What follows belongs to an exercise in optimizing a design on an open flow for small area, a short achievable clock period and few clock cycles per item; a production flow would make more cautious choices.
At most, simulation tests tie the RTL to the original design; equivalence was not proved.
No activity file was given, so power comes from the tool's default toggle rates.

==> 04-05 <==
==> flow/design.v <==
module flume_limit (
    input  wire        clk,
    input  wire        rst,             
    input  wire        in_valid,
    output wire        in_ready,
    input  wire [19:0] in_v_r,          
    input  wire [19:0] in_v_g,
    input  wire [19:0] in_v_b,
    input  wire [3:0]  in_tag,
    input  wire [15:0] in_master,       
    input  wire [19:0] in_ceil,         
    input  wire [19:0] in_fs,           
    input  wire [19:0] in_fg,           
    input  wire        in_emerg,        
    input  wire [19:0] in_elvl,         
    input  wire [19:0] in_pk,           
    input  wire [1:0]  in_sigma,        
    input  wire [15:0] in_d16,          
    output reg         out_valid,
    input  wire        out_ready,
    output wire [19:0] out_v_r,         
    output wire [19:0] out_v_g,
    output wire [19:0] out_v_b,
    output reg  [19:0] out_fs,          
    output reg         out_yield,       
    output reg  [19:0] out_m0,          
    output reg  [15:0] out_dpx          
);
    localparam [19:0] FULL = 20'hFFFFF;
    localparam S_IDLE = 0;
    localparam S_MUL = 1;
    localparam S_MAX = 2;
    localparam S_CDIV = 3;
    localparam S_FLOOR = 4;
    localparam S_SW0 = 5;
    localparam S_SDIV = 6;
    localparam S_SK = 7;
    localparam [1:0] MD_MST = 2'd0, MD_CEIL = 2'd1, MD_SW = 2'd2;
    reg [7:0]  st;
    reg [3:0]  cnt;
    reg [1:0]  mode;
    reg        cflag;           
    reg        nosw;            
    reg        gtf;             
    reg        lt;              
    reg [19:0] xr;              
    reg [19:0] hr;              
    reg [19:0] ov [0:2];        
    reg [19:0] rh [0:2];        
    assign out_v_r = ov[0];
    assign out_v_g = ov[1];
    assign out_v_b = ov[2];
    wire [19:0] in_v [0:2];
    assign in_v[0] = in_v_r;
    assign in_v[1] = in_v_g;
    assign in_v[2] = in_v_b;
    wire        start    = in_valid && (!out_valid || out_ready);
    wire [19:0] fs_e     = (in_emerg && in_elvl > in_fs) ? in_elvl : in_fs;
    wire        vz       = in_emerg && (in_tag != 4'hF);
    wire        domaster = (in_tag <= 4'd8) && !vz && (in_master != 16'hFFFF);
    wire [15:0] mfac     = in_master + {15'd0, in_master[15]};    
    wire [19:0] m01  = (ov[1] > ov[0]) ? ov[1] : ov[0];
    wire [19:0] mx   = (ov[2] > m01) ? ov[2] : m01;
    wire        yld  = out_fs > in_ceil;
    wire [19:0] cpr  = xr;                                 
    wire [19:0] cmx  = yld ? out_fs : in_ceil;
    wire        hit  = !cflag && (out_m0 > cpr);           
    wire [19:0] cfg  = (in_ceil < in_fg) ? in_ceil : in_fg;
    wire [19:0] flc  = (out_fs > rh[2][19:0]) ? out_fs : rh[2][19:0];
    wire [19:0] flr  = cflag ? hr : flc;                   
    wire        gt0  = ov[0] > flr;
    wire        gt1  = ov[1] > flr;
    wire        gt2  = ov[2] > flr;
    wire [19:0] mfl  = (gt0 || gt1 || gt2) ? out_m0 : flr;    
    wire [19:0] upk  = (cpr < in_pk) ? cpr : in_pk;        
    wire [20:0] sa   = {1'b0, rh[0][19:0]} - {1'b0, out_m0};    
    wire [20:0] sb   = {1'b0, out_m0} - {1'b0, out_fs};         
    wire        pos  = !sa[20] && (sa[19:0] != 20'd0) && !sb[20] && (sb[19:0] != 20'd0);
    wire [19:0] dnum = (sa[19:0] < sb[19:0]) ? sa[19:0] : sb[19:0];
    wire        gtl  = gtf || (!lt && out_dpx[1:0] > hr[1:0]);  
    wire [15:0] dsel = gtl ? hr[15:0] : out_dpx;              
    wire [16:0] kfac = hr[16] ? (17'h10000 - {1'b0, dsel}) : (17'h10000 + {1'b0, dsel});
    wire [23:0] mt [0:2];
    wire [20:0] dr1 [0:2];
    wire [20:0] dr2 [0:2];
    wire        dq1 [0:2];
    wire        dq2 [0:2];
    genvar g;
    generate for (g = 0; g < 3; g = g + 1) begin : ch
        assign mt[g] = {4'd0, rh[g]} + xr * ov[g][3:0];
        wire        nb1 = (st[S_SDIV]) ? 1'b0 : ov[g][19];
        wire        nb2 = (st[S_SDIV]) ? 1'b0 : ov[g][18];
        wire [20:0] t1  = {rh[g][19:0], nb1};
        wire [21:0] s1  = {1'b0, t1} - {2'b0, out_m0};
        assign dq1[g]   = !s1[21];
        wire [19:0] r1  = dq1[g] ? s1[19:0] : t1[19:0];
        wire [20:0] t2  = {r1, nb2};
        wire [21:0] s2  = {1'b0, t2} - {2'b0, out_m0};
        assign dq2[g]   = !s2[21];
        assign dr2[g]   = {1'b0, dq2[g] ? s2[19:0] : t2[19:0]};
        assign dr1[g]   = {1'b0, r1};
    end endgenerate
    wire [1:0]  qb    = {dq1[0], dq2[0]};
    wire [1:0]  pb    = out_dpx[1:0];
    wire [1:0]  db    = hr[5'd17 - {cnt[2:0], 1'b0} -: 2];
    wire        mlast = (cnt == 4'd4);
    assign in_ready = (st[S_FLOOR] && nosw && !cflag) || st[S_SW0];
    wire   done     = (st[S_FLOOR] && nosw && !hit) ||
                      (st[S_SW0] && !pos) ||
                      (st[S_MUL] && mode == MD_SW && mlast);
    integer i;
    always @(posedge clk) begin
        if (rst) begin
            st <= 8'd1 << S_IDLE;
            out_valid <= 1'b0;
        end else begin
            if (out_valid && out_ready)
                out_valid <= 1'b0;
            if (done)
                out_valid <= 1'b1;
            case (1'b1)
                st[S_IDLE]: if (start) begin
                    out_fs <= fs_e;
                    for (i = 0; i < 3; i = i + 1) begin
                        ov[i] <= vz ? 20'd0 : in_v[i];
                        rh[i] <= 20'h8000;
                    end
                    xr   <= {4'd0, mfac};
                    nosw <= !in_sigma[0] || (in_d16 == 16'd0);
                    mode <= MD_MST;
                    cnt  <= 4'd0;
                    st <= domaster ? (8'd1 << S_MUL) : (8'd1 << S_MAX);
                end
                st[S_MUL]: begin
                    cnt <= cnt + 4'd1;
                    for (i = 0; i < 3; i = i + 1) begin
                        rh[i] <= mt[i][23:4];
                        ov[i] <= {mt[i][3:0], ov[i][19:4]};
                    end
                    if (mlast) begin
                        cnt <= 4'd0;
                        case (mode)
                            MD_MST: begin
                                for (i = 0; i < 3; i = i + 1) ov[i] <= mt[i][19:0];
                                st <= 8'd1 << S_MAX;
                            end
                            MD_CEIL: st <= 8'd1 << S_CDIV;
                            default: begin
                                for (i = 0; i < 3; i = i + 1)
                                    ov[i] <= mt[i][20] ? FULL : mt[i][19:0];
                                st <= 8'd1 << S_IDLE;
                            end
                        endcase
                    end
                end
                st[S_MAX]: begin
                    out_m0    <= mx;
                    out_yield <= yld;
                    rh[2]     <= cfg;
                    cflag     <= 1'b0;
                    xr        <= cmx;
                    st <= 8'd1 << S_FLOOR;
                end
                st[S_CDIV]: begin
                    cnt <= cnt + 4'd1;
                    for (i = 0; i < 3; i = i + 1) begin
                        rh[i] <= dr2[i][19:0];
                        ov[i] <= {ov[i][17:0], dq1[i], dq2[i]};
                    end
                    if (cnt == 4'd9) begin
                        st <= 8'd1 << S_FLOOR;
                    end
                end
                st[S_FLOOR]: if (hit) begin
                    cflag <= 1'b1;
                    hr    <= flc;
                    for (i = 0; i < 3; i = i + 1) rh[i] <= 20'd0;
                    mode  <= MD_CEIL;
                    cnt   <= 4'd0;
                    st <= 8'd1 << S_MUL;
                end else begin
                    ov[0]  <= gt0 ? ov[0] : flr;
                    ov[1]  <= gt1 ? ov[1] : flr;
                    ov[2]  <= gt2 ? ov[2] : flr;
                    out_m0 <= cflag ? cpr : mfl;
                    rh[0]  <= upk;
                    if (nosw) begin
                        out_dpx <= 16'd0;
                        st <= 8'd1 << S_IDLE;
                    end else begin
                        st <= 8'd1 << S_SW0;
                    end
                end
                st[S_SW0]: begin
                    cnt <= 4'd0;
                    lt  <= 1'b0;
                    gtf <= 1'b0;
                    hr  <= {3'd0, in_sigma[1], in_d16};
                    if (!pos) begin
                        out_dpx <= 16'd0;
                        st <= 8'd1 << S_IDLE;
                    end else begin
                        rh[0]   <= dnum;
                        out_dpx <= 16'd0;
                        st <= 8'd1 << S_SDIV;
                    end
                end
                st[S_SDIV]: begin
                    cnt     <= cnt + 4'd1;
                    rh[0]   <= dr2[0][19:0];
                    out_dpx <= {out_dpx[13:0], qb};
                    if (cnt != 4'd0 && !lt && pb > db) begin
                        gtf <= 1'b1;
                        st  <= 8'd1 << S_SK;
                    end else begin
                        if (cnt != 4'd0 && pb < db) lt <= 1'b1;
                        if (cnt == 4'd7) st <= 8'd1 << S_SK;
                    end
                end
                st[S_SK]: begin
                    out_dpx <= dsel;
                    xr <= {3'd0, kfac};
                    for (i = 0; i < 3; i = i + 1) rh[i] <= 20'h8000;
                    mode <= MD_SW;
                    cnt  <= 4'd0;
                    st <= 8'd1 << S_MUL;
                end
                default: ;
            endcase
        end
    end
endmodule
==> flow/flow/run.sh <==
#!/bin/bash
# Standard synthesis and layout; the only change is that the port buffers
# that global placement inserts are the smallest buffer cell.
set -euo pipefail
bash standard.sh synth > synth.log 2>&1
export BUFFER_PORTS_ARGS="-buffer_cell sky130_fd_sc_hd__buf_1"
bash standard.sh finish > layout.log 2>&1
==> flow/standard.sh <==
#!/bin/bash
# synth_recipe.tcl (not shown) runs the flow's synth.tcl, then flattens the netlist and writes it again
# the make line also repeats each setting of config.mk as NAME=value (left out here)
make -C /OpenROAD-flow-scripts/flow DESIGN_CONFIG=/design/flow/config.mk WORK_HOME=/design/flow/orfs CLKGATE_MAP_FILE= SYNTH_SCRIPT=/design/flow/synth_recipe.tcl "${@:-finish}"
==> flow/config.mk <==
export PLATFORM = sky130hd
export DESIGN_NAME = flume_limit
export DESIGN_NICKNAME = flume_limit
export VERILOG_FILES = /design/flow/design.v
export SDC_FILE = /design/flow/constraint.sdc
export NUM_CORES = 4
export LEC_CHECK = 0
export CAP_MARGIN = 20
export CORE_MARGIN = 2
export CORE_UTILIZATION = 40
export SLEW_MARGIN = 20
==> flow/constraint.sdc <==
create_clock -name core_clock -period 13.0 [get_ports {clk}]
set_input_delay 2.6000 -clock core_clock [delete_from_list [all_inputs] [get_ports {clk}]]
set_output_delay 2.6000 -clock core_clock [all_outputs]
set_load 0.01 [all_outputs]
==> inputs of 10-28, as changes to 04-05 <==
--- a/flow/design.v
+++ b/flow/design.v
@@ -43,3 +43,2 @@
     reg        nosw;            
-    reg        gtf;             
     reg        lt;              
@@ -67,5 +66,6 @@
     wire        hit  = !cflag && (out_m0 > cpr);           
-    wire [19:0] cfg  = (in_ceil < in_fg) ? in_ceil : in_fg;
-    wire [19:0] flc  = (out_fs > rh[2][19:0]) ? out_fs : rh[2][19:0];
-    wire [19:0] flr  = cflag ? hr : flc;                   
+    wire        cf   = in_ceil < in_fg;
+    wire        fsgt = cf ? yld : (out_fs > in_fg);        
+    wire [19:0] flm  = fsgt ? out_fs : (cf ? in_ceil : in_fg);
+    wire [19:0] flr  = hr;
     wire        gt0  = ov[0] > flr;
@@ -79,6 +79,8 @@
     wire [19:0] dnum = (sa[19:0] < sb[19:0]) ? sa[19:0] : sb[19:0];
-    wire        gtl  = gtf || (!lt && out_dpx[1:0] > hr[1:0]);  
+    wire        gtl  = !lt && out_dpx[1:0] > hr[1:0];        
     wire [15:0] dsel = gtl ? hr[15:0] : out_dpx;              
-    wire [16:0] kfac = hr[16] ? (17'h10000 - {1'b0, dsel}) : (17'h10000 + {1'b0, dsel});
-    wire [23:0] mt [0:2];
+    wire [15:0] ksrc = st[S_SW0] ? in_d16 : dsel;
+    wire        kneg = st[S_SW0] ? in_sigma[1] : hr[16];
+    wire [16:0] kfac = kneg ? (17'h10000 - {1'b0, ksrc}) : (17'h10000 + {1'b0, ksrc});
+    wire [24:0] mt [0:2];
     wire [20:0] dr1 [0:2];
@@ -89,3 +91,3 @@
     generate for (g = 0; g < 3; g = g + 1) begin : ch
-        assign mt[g] = {4'd0, rh[g]} + xr * ov[g][3:0];
+        assign mt[g] = {5'd0, rh[g]} + xr * ov[g][4:0];
         wire        nb1 = (st[S_SDIV]) ? 1'b0 : ov[g][19];
@@ -105,3 +107,3 @@
     wire [1:0]  db    = hr[5'd17 - {cnt[2:0], 1'b0} -: 2];
-    wire        mlast = (cnt == 4'd4);
+    wire        mlast = (cnt == 4'd3);
     assign in_ready = (st[S_FLOOR] && nosw && !cflag) || st[S_SW0];
@@ -136,4 +138,4 @@
                     for (i = 0; i < 3; i = i + 1) begin
-                        rh[i] <= mt[i][23:4];
-                        ov[i] <= {mt[i][3:0], ov[i][19:4]};
+                        rh[i] <= mt[i][24:5];
+                        ov[i] <= {mt[i][4:0], ov[i][19:5]};
                     end
@@ -143,3 +145,3 @@
                             MD_MST: begin
-                                for (i = 0; i < 3; i = i + 1) ov[i] <= mt[i][19:0];
+                                for (i = 0; i < 3; i = i + 1) ov[i] <= mt[i][20:1];
                                 st <= 8'd1 << S_MAX;
@@ -149,3 +151,3 @@
                                 for (i = 0; i < 3; i = i + 1)
-                                    ov[i] <= mt[i][20] ? FULL : mt[i][19:0];
+                                    ov[i] <= mt[i][21] ? FULL : mt[i][20:1];
                                 st <= 8'd1 << S_IDLE;
@@ -158,3 +160,3 @@
                     out_yield <= yld;
-                    rh[2]     <= cfg;
+                    hr        <= flm;
                     cflag     <= 1'b0;
@@ -175,3 +177,2 @@
                     cflag <= 1'b1;
-                    hr    <= flc;
                     for (i = 0; i < 3; i = i + 1) rh[i] <= 20'd0;
@@ -196,3 +197,2 @@
                     lt  <= 1'b0;
-                    gtf <= 1'b0;
                     hr  <= {3'd0, in_sigma[1], in_d16};
@@ -203,2 +203,5 @@
                         rh[0]   <= dnum;
+                        rh[1]   <= 20'h8000;
+                        rh[2]   <= 20'h8000;
+                        xr      <= {3'd0, kfac};
                         out_dpx <= 16'd0;
@@ -212,4 +215,7 @@
                     if (cnt != 4'd0 && !lt && pb > db) begin
-                        gtf <= 1'b1;
-                        st  <= 8'd1 << S_SK;
+                        out_dpx <= hr[15:0];
+                        rh[0]   <= 20'h8000;
+                        mode    <= MD_SW;
+                        cnt     <= 4'd0;
+                        st      <= 8'd1 << S_MUL;
                     end else begin
==> flow/flow/run.sh (replaced) <==
#!/bin/bash
# Standard synthesis and layout. Changes: the port buffers that global
# placement inserts are the smallest buffer cell, and timing repair aims for
# setup slack of 7.2 ns (the clock period is unchanged).
set -euo pipefail
bash standard.sh synth > synth.log 2>&1
export BUFFER_PORTS_ARGS="-buffer_cell sky130_fd_sc_hd__buf_1"
export SETUP_SLACK_MARGIN=7.2
bash standard.sh finish > layout.log 2>&1
ABC_AREA = 1   (was unset)
CTS_BUF_LIST = sky130_fd_sc_hd__clkbuf_4 sky130_fd_sc_hd__clkbuf_8   (was unset)
==> inputs of 02-21, as changes to 04-05 <==
--- a/flow/design.v
+++ b/flow/design.v
@@ -43,3 +43,2 @@
     reg        nosw;            
-    reg        gtf;             
     reg        lt;              
@@ -67,5 +66,6 @@
     wire        hit  = !cflag && (out_m0 > cpr);           
-    wire [19:0] cfg  = (in_ceil < in_fg) ? in_ceil : in_fg;
-    wire [19:0] flc  = (out_fs > rh[2][19:0]) ? out_fs : rh[2][19:0];
-    wire [19:0] flr  = cflag ? hr : flc;                   
+    wire        cf   = in_ceil < in_fg;
+    wire        fsgt = cf ? yld : (out_fs > in_fg);        
+    wire [19:0] flm  = fsgt ? out_fs : (cf ? in_ceil : in_fg);
+    wire [19:0] flr  = hr;
     wire        gt0  = ov[0] > flr;
@@ -79,6 +79,8 @@
     wire [19:0] dnum = (sa[19:0] < sb[19:0]) ? sa[19:0] : sb[19:0];
-    wire        gtl  = gtf || (!lt && out_dpx[1:0] > hr[1:0]);  
+    wire        gtl  = !lt && out_dpx[1:0] > hr[1:0];        
     wire [15:0] dsel = gtl ? hr[15:0] : out_dpx;              
-    wire [16:0] kfac = hr[16] ? (17'h10000 - {1'b0, dsel}) : (17'h10000 + {1'b0, dsel});
-    wire [23:0] mt [0:2];
+    wire [15:0] ksrc = st[S_SW0] ? in_d16 : dsel;
+    wire        kneg = st[S_SW0] ? in_sigma[1] : hr[16];
+    wire [16:0] kfac = kneg ? (17'h10000 - {1'b0, ksrc}) : (17'h10000 + {1'b0, ksrc});
+    wire [24:0] mt [0:2];
     wire [20:0] dr1 [0:2];
@@ -89,3 +91,3 @@
     generate for (g = 0; g < 3; g = g + 1) begin : ch
-        assign mt[g] = {4'd0, rh[g]} + xr * ov[g][3:0];
+        assign mt[g] = {5'd0, rh[g]} + xr * ov[g][4:0];
         wire        nb1 = (st[S_SDIV]) ? 1'b0 : ov[g][19];
@@ -105,3 +107,3 @@
     wire [1:0]  db    = hr[5'd17 - {cnt[2:0], 1'b0} -: 2];
-    wire        mlast = (cnt == 4'd4);
+    wire        mlast = (cnt == 4'd3);
     assign in_ready = (st[S_FLOOR] && nosw && !cflag) || st[S_SW0];
@@ -136,4 +138,4 @@
                     for (i = 0; i < 3; i = i + 1) begin
-                        rh[i] <= mt[i][23:4];
-                        ov[i] <= {mt[i][3:0], ov[i][19:4]};
+                        rh[i] <= mt[i][24:5];
+                        ov[i] <= {mt[i][4:0], ov[i][19:5]};
                     end
@@ -143,3 +145,3 @@
                             MD_MST: begin
-                                for (i = 0; i < 3; i = i + 1) ov[i] <= mt[i][19:0];
+                                for (i = 0; i < 3; i = i + 1) ov[i] <= mt[i][20:1];
                                 st <= 8'd1 << S_MAX;
@@ -149,3 +151,3 @@
                                 for (i = 0; i < 3; i = i + 1)
-                                    ov[i] <= mt[i][20] ? FULL : mt[i][19:0];
+                                    ov[i] <= mt[i][21] ? FULL : mt[i][20:1];
                                 st <= 8'd1 << S_IDLE;
@@ -158,3 +160,3 @@
                     out_yield <= yld;
-                    rh[2]     <= cfg;
+                    hr        <= flm;
                     cflag     <= 1'b0;
@@ -175,3 +177,2 @@
                     cflag <= 1'b1;
-                    hr    <= flc;
                     for (i = 0; i < 3; i = i + 1) rh[i] <= 20'd0;
@@ -196,3 +197,2 @@
                     lt  <= 1'b0;
-                    gtf <= 1'b0;
                     hr  <= {3'd0, in_sigma[1], in_d16};
@@ -203,2 +203,5 @@
                         rh[0]   <= dnum;
+                        rh[1]   <= 20'h8000;
+                        rh[2]   <= 20'h8000;
+                        xr      <= {3'd0, kfac};
                         out_dpx <= 16'd0;
@@ -212,4 +215,7 @@
                     if (cnt != 4'd0 && !lt && pb > db) begin
-                        gtf <= 1'b1;
-                        st  <= 8'd1 << S_SK;
+                        out_dpx <= hr[15:0];
+                        rh[0]   <= 20'h8000;
+                        mode    <= MD_SW;
+                        cnt     <= 4'd0;
+                        st      <= 8'd1 << S_MUL;
                     end else begin
ABC_AREA = 1   (was unset)
CTS_BUF_LIST = sky130_fd_sc_hd__clkbuf_4 sky130_fd_sc_hd__clkbuf_8   (was unset)
==> comparison <==
- Critical path depth: 10-28 < 04-05 < 02-21.
- Clock skew: 02-21 > 10-28 > 04-05.
- Clock-buffer cell count is the same in 10-28 and 02-21.
- Against 10-28, the clock power of 04-05 is lower by 7.7%.
- Of 02-21 and 04-05, 02-21 has the higher cell count (gap about 30%, measured against 04-05).
- In combinational power, 02-21 and 10-28 hardly differ.
- Of 02-21 and 10-28, 02-21 has the higher hold slack (gap 0.0055 ns).
- The highest non-clock buffer count belongs to 10-28, the lowest to 04-05.
- Against 02-21, the sequential share of layout area of 04-05 is higher by 1.7 points.
- Between 04-05 and 02-21, the lower sequential cell count is in 02-21 (gap 1).
Testbench counts of 10-28, summed over its fixed seeds: cycles 86,586, pixels 9,000.
Testbench counts of 02-21, summed over its fixed seeds: cycles 86,586, pixels 9,000.
Function not checked in 04-05: the RTL went through the layout flow alone.

afterwards: timing with drivers on the ports:
The results above use ideal ports. As a check the final layouts listed here were re-extracted and re-timed, cells and wires unchanged.
Step 1 (the two cells are an assumption about what drives the block):
set clk [get_ports {clk}]
set_driving_cell -lib_cell sky130_fd_sc_hd__clkbuf_16 $clk
set_driving_cell -lib_cell sky130_fd_sc_hd__buf_2 [delete_from_list [all_inputs] $clk]
Step 2 adds t to the input delays and takes it off the output delays; t is the mean of the earliest and latest rising clock arrival at the registers after step 1. Input paths then give back, and output paths get back, about the clock's delay inside the block.
Slacks: ideal / step 1 / step 2; pairs: ideal / step 1.
run | shift t [ns] | slack for setup (ns) | pins driven straight from the clock port
04-05 | 0.700 | 5.503 / 5.503 / 5.503 | 1
10-28 | 0.750 | 7.394 / 7.394 / 7.050 | 1
02-21 | 0.752 | 7.050 / 7.050 / 7.036 | 1
After both steps setup and hold are still met in every run listed. The setup slack of 10-28, which loses most, moves by 0.000 ns with the drivers and by -0.344 ns with both steps.
